This is an optimization exercise on Yosys and OpenROAD, whose aim is small area, a short achievable clock period and few clock cycles, not a production implementation. Function was checked by simulation only, so behaviour that the tests miss may differ from the original. Power and IR drop assume default switching activity.

== rev 12 ==
Design ssu_sort, start of the top module:
module ssu_sort (
    input  wire        clk,
    input  wire        rst,
    input  wire        cfg_valid,
    output wire        cfg_ready,
    input  wire [9:0]  cfg_n,
    input  wire [9:0]  cfg_k,
    input  wire        cfg_desc,
    input  wire        key_valid,
    output wire        key_ready,
    input  wire [31:0] key_data,
    output wire        out_valid,
    input  wire        out_ready,
    output wire [6:0]  out_pos,
    output wire        out_last,
    output wire        out_fault
);
    localparam NMAX = 128;
    localparam LCAP = 132;           
    localparam NKC  = 4;             
    localparam KSPAN = NMAX / NKC;
    localparam [32*NKC-1:0] KPAT = {32'hAAAA_AAAA, 32'h5555_5555, 32'hFFFF_FFFF, 32'h0000_0000};
    integer c;
    reg  [7:0] jq_n [0:3];
    reg  [7:0] jq_k [0:3];
    reg  [7:0] jq_d [0:3];
    reg  [3:0] jq_k1, jq_n1, jq_d0, jq_d1;
    reg  [3:0] jq_desc, jq_bad, jq_nan, jq_rdy;
    reg  [2:0] wr, wv, kp, op;       
    reg        cfg_ready_r;
    reg        key_ready_r;
    reg        kact;                 
    reg  [6:0] ki;                   
    reg  [6:0] kn1;                  
    reg        klast;                
    reg        kdesc;
    reg  [8:0] occ;                  
    reg  [31:0] k_key [0:NKC-1];
    reg         k_v, k_last, k_nan; reg [6:0] k_idx; reg [1:0] k_job;
    reg  [31:0] store [0:NMAX-1];
    reg         nan_acc;
    reg  [NMAX-1:0] l_vec, l_mask; reg l_v, l_last; reg [6:0] l_idx; reg [1:0] l_job;
    reg  [15:0] l_kh [0:NKC-1];
    reg  [NMAX-1:0] c_vec; reg c_v, c_last; reg [6:0] c_idx; reg [1:0] c_job;
    reg  [3:0] f_cnt [0:15];  reg f_v, f_last; reg [6:0] f_idx; reg [1:0] f_job;
    reg  [5:0] g_cnt [0:3];   reg g_v, g_last; reg [6:0] g_idx; reg [1:0] g_job;
  ...
Size in the first run: about 22,000 cells after synthesis, roughly 6,000 flip-flops.
export LEC_CHECK = 0
export CAP_MARGIN = 20
export CORE_MARGIN = 2
export CORE_UTILIZATION = 40
export CTS_CLUSTER_DIAMETER = 90
export CTS_CLUSTER_SIZE = 22
export SETUP_SLACK_MARGIN = 4.7
export SLEW_MARGIN = 20
export SYNTH_HIERARCHICAL = 1
create_clock -name core_clock -period 8.0 [get_ports {clk}]
run.sh (not shown) runs the stock make flow with config.mk's settings and CLKGATE_MAP_FILE= SYNTH_SCRIPT=/design/flow/synth_recipe.tcl, a recipe that flattens the netlist after the stock synthesis.
Rev 12 | status: complete | timing, DRC, antenna: pass
Testbench counts of rev 12, summed over its fixed seeds: cycles 15,377.
[inputs] rev 13 vs rev 12
-- flow/design.v --
<<< rev 12, line 45
    reg  [3:0] f_cnt [0:15];  reg f_v, f_last; reg [6:0] f_idx; reg [1:0] f_job;
    reg  [5:0] g_cnt [0:3];   reg g_v, g_last; reg [6:0] g_idx; reg [1:0] g_job;
    reg  [6:0] p_a;     reg p_v, p_last; reg [6:0] p_idx; reg [1:0] p_job;
    reg  [6:0] lc [0:LCAP-1];        
    reg  [LCAP:0] rsel;              
>>> rev 13, line 45
    reg  [3:0] f_cnt [0:15];  reg f_v, f_last; reg [6:0] f_idx; reg [1:0] f_job;
    reg  [5:0] g_cnt [0:3];   reg g_v, g_last; reg [6:0] g_idx; reg [1:0] g_job;
    reg  [7:0] p_he, p_hl;           
    reg  [15:0] p_le, p_ll;          
    reg        p_v, p_last; reg [6:0] p_idx; reg [1:0] p_job;
    reg  [6:0] lc [0:LCAP-1];        
    reg  [LCAP:0] rsel;              
<<< rev 12, line 307
        g_job  <= f_job;
    end
    always @(posedge clk) begin
        p_a    <= ({1'b0, g_cnt[0]} + {1'b0, g_cnt[1]}) + ({1'b0, g_cnt[2]} + {1'b0, g_cnt[3]});
        p_v    <= g_v & ~rst;
        p_idx  <= g_idx;
>>> rev 13, line 309
        g_job  <= f_job;
    end
    wire [6:0] g_sum = ({1'b0, g_cnt[0]} + {1'b0, g_cnt[1]}) + ({1'b0, g_cnt[2]} + {1'b0, g_cnt[3]});
    always @(posedge clk) begin
        for (c = 0; c < 8; c = c + 1) begin
            p_he[c] <= (g_sum[6:4] == c);
            p_hl[c] <= (g_sum[6:4] < c);
        end
        for (c = 0; c < 16; c = c + 1) begin
            p_le[c] <= (g_sum[3:0] == c);
            p_ll[c] <= (g_sum[3:0] < c);
        end
        p_v    <= g_v & ~rst;
        p_idx  <= g_idx;
<<< rev 12, line 314
        p_job  <= g_job;
    end
    always @(posedge clk) begin
        if (p_v) begin
            for (c = 0; c < LCAP; c = c + 1) begin
                if (c == p_a)
                    lc[c] <= p_idx;
                else if (c > p_a)
                    lc[c] <= lc[(c > 0) ? c-1 : 0];
            end
>>> rev 13, line 324
        p_job  <= g_job;
    end
    reg [LCAP-1:0] ins_at, ins_past;
    always @(*) begin
        for (c = 0; c < LCAP; c = c + 1) begin
            if (c < NMAX) begin
                ins_at[c]   = p_he[c / 16] & p_le[c % 16];
                ins_past[c] = p_hl[c / 16] | (p_he[c / 16] & p_ll[c % 16]);
            end else begin
                ins_at[c]   = 1'b0;
                ins_past[c] = 1'b1;
            end
        end
    end
    always @(posedge clk) begin
        if (p_v) begin
            for (c = 0; c < LCAP; c = c + 1) begin
                if (ins_at[c])
                    lc[c] <= p_idx;
                else if (ins_past[c])
                    lc[c] <= lc[(c > 0) ? c-1 : 0];
            end
For the register share of total power, rev 13 came in 0.2 points higher than rev 12 did. Going from rev 12 to rev 13, clock tree buffer count of the final layout shrank slightly. Synthesized cell count delta (rev 12 -> rev 13): insignificant. Compared with rev 12, in rev 13 final routed wirelength across all metal layers down 23 mm, met3 layer usage reported by global route up 0.18 points, proportion of synthesized chip area in sequential cells flat, die span in y flat. When the final numbers for rev 12 and rev 13 were put side by side, the setup skew after layout turned out to be greater in rev 13. As far as mean area per synthesized cell is concerned, rev 13 and rev 12 perform about the same. Going from rev 12 to rev 13, post-route cell area roughly the same; unique cell type count in the Yosys netlist dropped 14%.
Testbench counts of rev 13, summed over its fixed seeds: cycles 15,377.

==> afterwards: timing with drivers on the ports <==
The flow's constraints put no driver on any port. The routed layouts listed below were extracted and timed again, unchanged, in two steps.
Step 1 sets driving cells, clkbuf_16 on the clock port and buf_2 on the other inputs (assumed; they add their load-dependent delay and slew).
Step 2, shift: input delay + t, output delay - t, t = (earliest + latest rising clock arrival at the registers) / 2. This alone moves slack from input paths to output paths.
Slacks: ideal ports / drivers / drivers and shift; pairs: ideal ports / drivers.
run	shift t [ns]	slack for setup (ns)	worst setup path after step 2
rev 12	1.163	4.457 / 4.342 / 3.530	input to register
rev 13	1.182	4.474 / 4.474 / 3.826	input to register
After both steps every run listed still meets setup and hold. For rev 12, which loses most, drivers alone change the setup slack by -0.115 ns; drivers and shift together by -0.927 ns.
